This design comes from an exercise in tuning for small area, a short achievable clock period and few clock cycles on the open sky130 flow, not from production work.
In this exercise RTL edits were held to simulation tests only and were not proved equivalent to the original.

==> design.v <==
module nib_law (
    input  wire        clk,
    input  wire        rst,           
    input  wire        start,         
    input  wire        op_init,       
    input  wire        keep_hist,     
    input  wire        clear,         
    input  wire        outer,         
    input  wire        ff_en,
    input  wire [3:0]  outer_shift,   
    input  wire [3:0]  inner_shift,   
    input  wire [31:0] b0,
    input  wire [31:0] b1,
    input  wire [31:0] b2,
    input  wire [31:0] a1,
    input  wire [31:0] a2,
    input  wire [31:0] kp,
    input  wire [31:0] ki,
    input  wire [31:0] ff_gain,
    input  wire [31:0] d_min,
    input  wire [31:0] d_max,
    input  wire [31:0] lo,
    input  wire [31:0] hi,
    input  wire [31:0] e_o,           
    input  wire [31:0] i_set,         
    input  wire [31:0] i_n,           
    input  wire [31:0] v,             
    input  wire [31:0] vbus,          
    input  wire [19:0] period,        
    output wire        ready,
    output reg         done,
    output wire [31:0] d_out,
    output wire [19:0] on_out,
    output wire [31:0] iref_out,
    output wire [31:0] integ_out,
    output reg  [9:0]  flags
);
    localparam signed [31:0] QMAX = 32'sh7FFF_FFFF;
    localparam signed [31:0] QMIN = 32'sh8000_0000;
    localparam signed [31:0] BUS_FLOOR_V = 32'sd100000;
    localparam [3:0] P_FF = 4'd0, P_KP = 4'd1, P_KI = 4'd2, P_B1 = 4'd3,
                     P_B2 = 4'd4, P_A1 = 4'd5, P_A2 = 4'd6, P_B0 = 4'd7,
                     P_FIN = 4'd8, P_ON = 4'd9;
    function signed [31:0] sat48;
        input signed [47:0] x;
        begin
            if (x > $signed({{16{1'b0}}, QMAX}))
                sat48 = QMAX;
            else if (x < $signed({{16{1'b1}}, QMIN}))
                sat48 = QMIN;
            else
                sat48 = x[31:0];
        end
    endfunction
    function at_bound48;
        input signed [47:0] x;
        begin
            at_bound48 = (x >= $signed({{16{1'b0}}, QMAX})) ||
                         (x <= $signed({{16{1'b1}}, QMIN}));
        end
    endfunction
    function signed [31:0] clamp;
        input signed [31:0] x, l, h;
        begin
            if (x < l)      clamp = l;
            else if (x > h) clamp = h;
            else            clamp = x;
        end
    endfunction
    function signed [47:0] rnd_h;
        input signed [47:0] h;
        input gt, eq;
        begin
            rnd_h = h + {47'd0, gt | (eq & ~h[47])};
        end
    endfunction
    reg        busy;
    reg [3:0]  pc;
    assign ready = !busy;
    wire       acc_go = start && !busy;
    reg        r_init, r_keep, r_outer, r_ffen;
    reg [3:0]  r_ish;
    reg signed [31:0] r_b0, r_b1, r_b2, r_kp, r_ki;
    reg signed [32:0] r_na1, r_na2;       
    reg        [31:0] r_affg, r_av;       
    reg               r_dneg;             
    reg        [32:0] r_vd;               
    reg        [3:0]  r_s;                
    reg               r_bus_low;          
    reg signed [31:0] r_dmin, r_dmax, r_lo, r_hi;
    reg signed [31:0] r_e;                
    reg signed [31:0] r_in;
    reg        [19:0] r_period;
    reg signed [31:0] integ, e1, e2, y1, y2;
    reg        isp;           
    reg signed [31:0] iref;
    reg signed [33:0] h_kp;               
    reg        g_kp, q_kp;                
    reg signed [31:0] dd;                 
    reg        asat;
    reg        oal;
    reg signed [66:0] acc;
    assign d_out     = dd;
    assign iref_out  = iref;
    assign integ_out = integ;
    wire eval_outer = r_outer && !r_init;
    wire signed [47:0] e_sh_in = {{16{e_o[31]}}, e_o} <<< outer_shift;
    wire        [31:0] affg_in = ff_gain[31] ? -ff_gain : ff_gain;
    wire        [31:0] av_in   = v[31] ? -v : v;
    wire               blow_in = ($signed(vbus) < BUS_FLOOR_V);
    wire        [30:0] vb_in   = blow_in ? BUS_FLOOR_V[30:0] : vbus[30:0];
    reg         [3:0]  s_in;
    integer j;
    always @* begin
        s_in = 4'd15;
        for (j = 16; j <= 30; j = j + 1)
            if (vb_in[j]) s_in = 31 - j;
    end
    reg  signed [32:0] mul_a, mul_b;
    reg  signed [66:0] base;
    always @* begin
        case (pc)
            P_FF: begin
                mul_a = {1'b0, r_affg}; mul_b = {1'b0, r_av};
                base  = {37'd0, r_vd[30:1]};
            end
            P_KP: begin mul_a = {r_kp[31], r_kp}; mul_b = {r_e[31], r_e}; base = 67'sd0; end
            P_KI: begin mul_a = {r_ki[31], r_ki}; mul_b = {r_e[31], r_e}; base = 67'sd0; end
            P_B1: begin mul_a = {r_b1[31], r_b1}; mul_b = {e1[31], e1};   base = 67'sd536870912; end
            P_B2: begin mul_a = {r_b2[31], r_b2}; mul_b = {e2[31], e2};   base = acc; end
            P_A1: begin mul_a = r_na1;            mul_b = {y1[31], y1};   base = acc; end
            P_A2: begin mul_a = r_na2;            mul_b = {y2[31], y2};   base = acc; end
            P_B0: begin mul_a = {r_b0[31], r_b0}; mul_b = {r_e[31], r_e}; base = acc; end
            P_FIN: begin mul_a = 33'sd0; mul_b = 33'sd0; base = acc; end       
            default: begin
                mul_a = {dd[31], dd}; mul_b = {13'd0, r_period};
                base  = dd[31] ? 67'sd536870911 : 67'sd536870912;
            end
        endcase
    end
    wire signed [66:0] mac = base + mul_a * mul_b;
    assign on_out = acc[49:30];
    reg  [35:0] d_s, d_c;
    reg  [30:0] d_tp, d_n;
    reg         d_ovf, d_run, d_cv, d_ok;
    reg  [2:0]  d_cnt;
    reg         prev_ff;                  
    wire [64:0] x_n2   = {acc[63:0], r_vd[0]};
    wire [63:0] x_sh   = x_n2[63:0] << r_s;
    wire [32:0] den_ld = {r_vd[31:0], 1'b0} << r_s;
    wire [32:0] den    = prev_ff ? den_ld : r_vd;
    reg  [35:0] s_n, c_n, av, bv, addv;
    reg  [30:0] tp_n, n_n;
    reg  [3:0]  est;
    integer k;
    always @* begin
        s_n  = d_s;
        c_n  = d_c;
        tp_n = d_tp;
        n_n  = d_n;
        for (k = 0; k < 4; k = k + 1) begin
            av   = {s_n[34:0], tp_n[30]};
            bv   = {c_n[34:0], 1'b0};
            est  = av[35:32] + bv[35:32];
            if (!est[3]) begin                        
                addv = ~{3'd0, den};
                bv[0] = 1'b1;
                tp_n = {tp_n[29:0], 1'b1};
                n_n  = {n_n[29:0], 1'b0};
            end else if (est == 4'b1111) begin        
                addv = 36'd0;
                tp_n = {tp_n[29:0], 1'b0};
                n_n  = {n_n[29:0], 1'b0};
            end else begin                            
                addv = {3'd0, den};
                tp_n = {tp_n[29:0], 1'b0};
                n_n  = {n_n[29:0], 1'b1};
            end
            s_n = av ^ bv ^ addv;
            c_n = (av & bv) | (av & addv) | (bv & addv);
            c_n = {c_n[34:0], 1'b0};
            if (k == 0 && prev_ff) begin
                s_n  = {3'd0, x_sh[63:31]};
                c_n  = 36'd0;
                tp_n = x_sh[30:0];
                n_n  = 31'd0;
            end
        end
    end
    wire [35:0] d_rem  = d_s + d_c;
    wire [30:0] d_q    = d_tp + ~d_n + {30'd0, ~d_rem[35]};
    reg signed [31:0] ff_val;
    reg               ff_val_at;
    always @* begin
        if (d_ovf) begin
            ff_val = r_dneg ? QMIN : QMAX; ff_val_at = 1'b1;
        end else if (r_dneg) begin
            ff_val = -$signed({1'b0, d_q}); ff_val_at = 1'b0;
        end else if (&d_q) begin
            ff_val = QMAX; ff_val_at = 1'b1;
        end else begin
            ff_val = {1'b0, d_q}; ff_val_at = 1'b0;
        end
    end
    reg signed [31:0] ff_r;
    reg               ff_at_r;
    wire signed [47:0] pre_x = rnd_h({{14{h_kp[33]}}, h_kp} + {{16{integ[31]}}, integ}, g_kp, q_kp);
    wire signed [47:0] ic_x  = rnd_h({{14{acc[63]}}, acc[63:30]} + {{16{integ[31]}}, integ},
                                     acc[29:0] > 30'h2000_0000, acc[29:0] == 30'h2000_0000);
    wire signed [31:0] pre_s = sat48(pre_x);
    wire               upd   = (r_lo < pre_s) && (pre_s < r_hi) && !isp;
    wire signed [32:0] ei_dif = {iref[31], iref} - {r_in[31], r_in};
    wire signed [47:0] ei_sh  = {{15{ei_dif[32]}}, ei_dif} <<< r_ish;
    wire signed [36:0] y_h    = acc[66:30];
    wire               y_tneg = (acc[29:0] == 30'd0) && (y_h[36] || y_h == 37'sd0);
    wire               y_hi   = (y_h >= $signed({5'd0, QMAX}));
    wire               y_lo   = y_tneg ? (y_h <= $signed({5'h1f, QMIN}) + 37'sd1)
                                       : (y_h <= $signed({5'h1f, QMIN}));
    wire signed [31:0] y_a    = y_hi ? QMAX : y_lo ? QMIN : y_h[31:0];
    wire               y_t    = y_tneg && !y_hi && !y_lo;
    wire signed [31:0] ff_use = r_ffen ? ff_r : 32'sd0;
    wire signed [32:0] draw_x = {y_a[31], y_a} + {ff_use[31], ff_use} - {32'd0, y_t};
    wire signed [31:0] d_raw  = sat48({{15{draw_x[32]}}, draw_x});
    wire               d_lt   = (d_raw < r_dmin);
    wire               d_gt   = (d_raw > r_dmax);
    wire signed [31:0] d_cl   = d_lt ? r_dmin : d_gt ? r_dmax : d_raw;
    wire signed [47:0] y1_x   = {{16{dd[31]}}, dd} - {{16{ff_use[31]}}, ff_use};
    wire signed [31:0] start_d = clamp(r_ffen ? ff_r : r_dmin, r_dmin, r_dmax);
    wire fin_ok = !r_ffen || d_ok;
    always @(posedge clk) begin
        acc <= mac;
        prev_ff <= busy && (pc == P_FF) && !acc_go;
        if (prev_ff)
            d_ovf <= (acc[63:30] >= {1'b0, r_vd[31:0], 1'b0});
        if (prev_ff)
            r_vd <= den_ld;
        if (prev_ff || d_run) begin
            d_s  <= s_n;
            d_c  <= c_n;
            d_tp <= tp_n;
            d_n  <= n_n;
        end
        if (d_cv) begin
            ff_r    <= ff_val;
            ff_at_r <= ff_val_at;
        end
        if (rst) begin
            busy  <= 1'b0;
            pc    <= P_ON;
            done  <= 1'b0;
            integ <= 32'sd0;
            e1    <= 32'sd0;
            e2    <= 32'sd0;
            y1    <= 32'sd0;
            y2    <= 32'sd0;
            isp   <= 1'b0;
            flags <= 10'd0;
            d_run <= 1'b0;
            d_cv  <= 1'b0;
            d_ok  <= 1'b0;
            d_cnt <= 3'd0;
            prev_ff <= 1'b0;
        end else begin
            done <= 1'b0;
            d_cv <= 1'b0;
            if (prev_ff) begin
                d_run <= 1'b1;
                d_cnt <= 3'd1;
            end else if (d_run) begin
                d_cnt <= d_cnt + 3'd1;
                if (d_cnt == 3'd7) begin
                    d_run <= 1'b0;
                    d_cv  <= 1'b1;
                end
            end else if (d_cv) begin
                d_ok  <= 1'b1;
            end
            if (acc_go) begin
                busy      <= 1'b1;
                pc        <= ff_en ? P_FF : op_init ? P_FIN : outer ? P_KP : P_B1;
                r_init    <= op_init;
                r_keep    <= keep_hist;
                r_outer   <= outer;
                r_ffen    <= ff_en;
                r_ish     <= inner_shift;
                r_b0      <= b0;
                r_b1      <= b1;
                r_b2      <= b2;
                r_na1     <= -{a1[31], a1};
                r_na2     <= -{a2[31], a2};
                r_kp      <= kp;
                r_ki      <= ki;
                r_affg    <= affg_in;
                r_av      <= av_in;
                r_dneg    <= (ff_gain != 32'd0) && (v != 32'd0) && (ff_gain[31] ^ v[31]);
                r_vd      <= {2'd0, vb_in};
                r_s       <= s_in;
                r_bus_low <= blow_in;
                r_dmin    <= d_min;
                r_dmax    <= d_max;
                r_lo      <= lo;
                r_hi      <= hi;
                r_e       <= sat48(e_sh_in);
                asat      <= outer && !op_init && at_bound48(e_sh_in);
                r_in      <= i_n;
                iref      <= op_init ? 32'sd0 : i_set;
                r_period  <= period;
                oal       <= 1'b0;
                d_ok      <= 1'b0;
                d_run     <= 1'b0;
                d_cv      <= 1'b0;
                d_cnt     <= 3'd0;
                if (clear)
                    flags[5:0] <= 6'd0;
            end else if (busy) begin
                case (pc)
                    P_FF:  pc <= r_init ? P_FIN : r_outer ? P_KP : P_B1;
                    P_KP:  pc <= P_KI;
                    P_KI: begin
                        h_kp <= acc[63:30];
                        g_kp <= (acc[29:0] > 30'h2000_0000);
                        q_kp <= (acc[29:0] == 30'h2000_0000);
                        pc   <= P_B1;
                    end
                    P_B1: begin
                        if (eval_outer) begin
                            asat <= asat | at_bound48(pre_x) | (upd & at_bound48(ic_x));
                            if (upd)
                                integ <= sat48(ic_x);
                        end
                        pc <= P_B2;
                    end
                    P_B2: begin
                        if (eval_outer) begin
                            asat <= asat | at_bound48(pre_x);
                            iref <= clamp(pre_s, r_lo, r_hi);
                        end
                        pc <= P_A1;
                    end
                    P_A1: begin
                        oal  <= r_outer && ((iref == r_lo) || (iref == r_hi));
                        r_e  <= sat48(ei_sh);
                        asat <= asat | at_bound48(ei_sh);
                        pc   <= P_A2;
                    end
                    P_A2:  pc <= P_B0;
                    P_B0:  pc <= P_FIN;
                    P_FIN: if (fin_ok) begin
                        if (r_init) begin
                            dd <= start_d;
                            if (!r_keep) begin
                                e1  <= 32'sd0;
                                e2  <= 32'sd0;
                                y1  <= 32'sd0;
                                y2  <= 32'sd0;
                                isp <= 1'b0;
                            end
                            integ <= clamp(r_in, r_lo, r_hi);
                        end else begin
                            dd   <= d_cl;
                            e2   <= e1;
                            e1   <= r_e;
                            y2   <= y1;
                            isp  <= d_lt | d_gt;
                            flags[9] <= oal;
                            flags[8] <= d_lt | d_gt;
                            if (oal)                  flags[3] <= 1'b1;
                            if (d_lt)                 flags[2] <= 1'b1;
                            if (d_gt)                 flags[1] <= 1'b1;
                            if (r_ffen && r_bus_low)  flags[5] <= 1'b1;
                            if (asat || y_hi || y_lo || at_bound48({{15{draw_x[32]}}, draw_x}) ||
                                (r_ffen && ff_at_r))
                                flags[0] <= 1'b1;
                        end
                        pc <= P_ON;
                    end
                    default: begin        
                        if (!r_init) begin
                            y1 <= sat48(y1_x);
                            if (at_bound48(y1_x))
                                flags[0] <= 1'b1;
                        end
                        done <= 1'b1;
                        busy <= 1'b0;
                    end
                endcase
            end
        end
    end
endmodule
==> run.sh <==
#!/bin/bash
# synth_recipe.tcl (not shown) runs the flow's synth.tcl, then flattens the netlist and writes it again
# the make line also repeats each setting of config.mk as NAME=value (left out here)
make -C /OpenROAD-flow-scripts/flow DESIGN_CONFIG=/design/flow/config.mk WORK_HOME=/design/flow/orfs CLKGATE_MAP_FILE= SYNTH_SCRIPT=/design/flow/synth_recipe.tcl finish
==> config.mk <==
export PLATFORM = sky130hd
export DESIGN_NAME = nib_law
export DESIGN_NICKNAME = nib_law
export VERILOG_FILES = /design/flow/design.v
export SDC_FILE = /design/flow/constraint.sdc
export NUM_CORES = 4
export LEC_CHECK = 0
export CAP_MARGIN = 20
export CORE_MARGIN = 2
export CORE_UTILIZATION = 30
export PLACE_DENSITY = 0.5
export SLEW_MARGIN = 20
==> constraint.sdc <==
create_clock -name core_clock -period 22.0 [get_ports {clk}]
set_input_delay 4.4000 -clock core_clock [delete_from_list [all_inputs] [get_ports {clk}]]
set_output_delay 4.4000 -clock core_clock [all_outputs]
set_load 0.01 [all_outputs]
==> results.yml <==
global_routing:
  overflow: 0
  grt_max_degree: 113
  grt_pass1_wl_um: 785000
  grt_pass1_vias: 103207
  antenna_found_initial: 78
  track_usage: 0.262
placement:
  io_buffers: 704
  routabilityCongestion: 0.968
  pre_cts_ws_ns: 8.41
  post-dp-hpwl_um: 447000
die:
  die_w_um: 644
  pin_count: 708
  core-area_sq_mm: 0.409
  die_h_um: 644
  initial_utilization: 0.301
  dieArea_sq_mm: 0.415
  rows: 235
route:
  dr.pass1.iters: 12
  wl_um: 557000
  drt_iter0_drc: 12057
  detail-route-antenna-nets: 0
  vias: 105082
  vias_per_cell: 5.47
  drc_errors: 0
  routedWlPerCell_um: 29.0
synth:
  synth.distinct_cells: 123
  ys_seq_elements: 1066
  syn_avg_cell_area_sq_um: 9.35
  yosysMostFrequentCell: "inv_1"
  async_flop_share: 0
  yosys.area.top_type: "fa_1"
  synth_flop_cell: "edfxtp_1"
  netlist.area_leader.share: 0.228
  synth_top_cells_by_count: "inv_1, nand2_1, fa_1"
  yosys-top-cells-area: "fa_1, edfxtp_1, ha_1"
  synth_edf_count: 785
  yosysWarningCount: 1
  synth_seq_area_share: 0.237
  syn_inst: 13159
  syn_area_sq_mm: 0.123
critical_path:
  cpMostUsedCell: "fa_1"
  cp_top_family: "adder cells"
  cpPeakStageDelay_ns: 0.99
  arrival_ns: 14.67
  rr_worst_depth: 38
  cp-end-kind: "flip-flop"
  worst-setup-path-type: "flip-flop to flip-flop"
  slowest_stage: "o21a_1"
  critPathMaxFanout: 37
  cp-start-kind: "flip-flop"
  reg2reg_slack_ns: 8.07
  crit_buf_inv: 10
  required_ns: 22.74
  worst-path-stages: 38
cts:
  cts.htree.levels: 4
  max-clock-path-buffers: 4
  cts.clk_slew.worst_paths_ns: 0.07
  root_buffer: "clkbuf_16"
  postCtsSetupBuffers: 0
  numCtsBuffers: 141
  insertion_delay_ns: 0.89
  cts_tree: "yes"
  cts_hold_buf: 0
  ctsResizeCount: 0
  cts.sinks: 1066
sta:
  max_freq_mhz: 71.8
  fin_ws_ns: 8.07
  tns_ns: 0
  skew_ns: 0.0747
  finalSetupViolCount: 0
  hold_viol: 0
  relSlewSlack: 0.169
  tightestPinTransition_ns: 1.24
  maxSlewViolCount: 0
  rsz0062_at_grt: "false"
  final.min_clock_period_ns: 13.93
  finalCritPeriodShare: 0.633
finish:
  fin_util: 0.346
  fillers: 42241
  finalNetCount: 16396
  drive_gt1_frac: 0.0632
  area.growth.synth_to_final_pct: 15.1
flow_run:
  maxCapViolCount: 0
worst_hold_path:
  whs_path_depth: 2
  min_path_type: "flip-flop to flip-flop"
outcome:
  status: "finished clean"
==> flip-flops by register name (all words and copies together), names as in the netlist, 33 cells and up <==
name   count
acc       67
d_s       36
d_c       35
h_kp      34
r_na1     33
r_na2     33
r_vd      33
==> worst paths after layout <==
path	from	end
max	pc[3]	acc[63]
min	flags[0]	flags[0]
max reg2reg	pc[3]	acc[63]
min reg2reg	flags[0]	flags[0]
==> placed cells by master (no fill, tap or decap), types with 62 or more instances in the layout <==
master | synthesis | layout
inv_1 | 1821 | 1819
nand3_1 | 141 | 141
o21a_1 | 94 | 94
a31oi_1 | 68 | 64
a222oi_1 | 64 | 64
mux4_2 | 108 | 108
xor2_1 | 180 | 179
a21oi_1 | 689 | 680
or3_1 | 62 | 62
xnor2_1 | 301 | 297
and2_1 | 138 | 137
mux2i_1 | 363 | 362
buf_4 | 25 | 284
ha_1 | 806 | 806
clkdlybuf4s50_1 | 0 | 701
nor4_1 | 128 | 125
a211oi_1 | 86 | 85
dfxtp_1 | 281 | 265
nand4_1 | 183 | 183
o21ai_1 | 67 | 67
nand2b_1 | 158 | 157
a21o_1 | 241 | 240
nor2_1 | 799 | 783
edfxtp_1 | 785 | 785
nor2b_1 | 133 | 131
o211ai_1 | 100 | 100
clkbuf_16 | 0 | 143
nor3_1 | 176 | 170
nand2_1 | 1542 | 1539
a22oi_1 | 240 | 240
fa_1 | 1403 | 1403
o21ai_0 | 430 | 426
==> stage by stage <==
step                      cell area, sq um  cells  hold WS (ns)
after floorplan                     123000  13161         0.432
after global placement              137000  18914         0.447
after detailed placement            137000  18914         0.457
after CTS                           141000  19163         0.465
after global routing                141000  19185         0.485
final                               142000  19212         0.465
==> metal layers <==
metal | share of wire | GRT usage | vias up
met1 | 0.42 | 0.353 | 53127
met5 | 0.00054 | 0 | -
met2 | 0.43 | 0.400 | 4914
met4 | 0.057 | 0.125 | 46
li1 | - | - | 46076
met3 | 0.087 | 0.0545 | 919
==> final cells by class <==
| type | instances | area (sq um) | area share |
|---|---|---|---|
| repair buffers | 989 | 9210 | 0.0651 |
| multi-input cells | 9582 | 84800 | 0.599 |
| inverters | 1827 | 6870 | 0.0485 |
| clock buffers | 168 | 3710 | 0.0262 |
| flip-flops and latches | 1066 | 29200 | 0.206 |
| well taps | 5451 | 6820 | 0.0482 |
| clock inverters | 81 | 743 | 0.00525 |
| diodes | 48 | 120 | 0.000849 |
==> kinds of logic after synthesis <==
logic type	Yosys count	share of synthesized area
flip-flops	1066	0.237
XOR/XNOR	484	0.0346
adder cells (fa/ha/maj)	2225	0.312
buffers and inverters	2513	0.0779
multiplexers	523	0.0541
AO/OA/AOI/OAI	2610	0.142
other	1	0.0000305
AND/OR/NAND/NOR	3737	0.143
==> tightest hold or removal path, cell delays in order, from the launching register on <==
cell	delay, ns
dfxtp_1	0.31
inv_1	0.05
o32ai_1	0.05
Testbench counts, summed over its fixed seeds: cycles 40,549.

-- afterwards: timing with drivers on the ports --
Ports are ideal in the flow. The routed layout listed here was re-timed in OpenROAD.
Step 1 (the two cells are an assumption about what drives the block):
set clk [get_ports {clk}]
set_driving_cell -lib_cell sky130_fd_sc_hd__clkbuf_16 $clk
set_driving_cell -lib_cell sky130_fd_sc_hd__buf_2 [delete_from_list [all_inputs] $clk]
Step 2 times the ports against the registers' clock, not the clock port: input delays grow and output delays shrink by t, the midpoint of the rising clock arrivals with the driver on.
Three values: no drivers, after step 1, after step 2; two values: the first two.
shift t [ns]: 0.964
setup WS [ns]: 8.071 / 8.071 / 8.071
worst setup path after step 2: register to register
After both steps setup and hold are still met in this run. For this run, drivers alone change the setup slack by 0.000 ns; drivers and shift together by 0.000 ns.
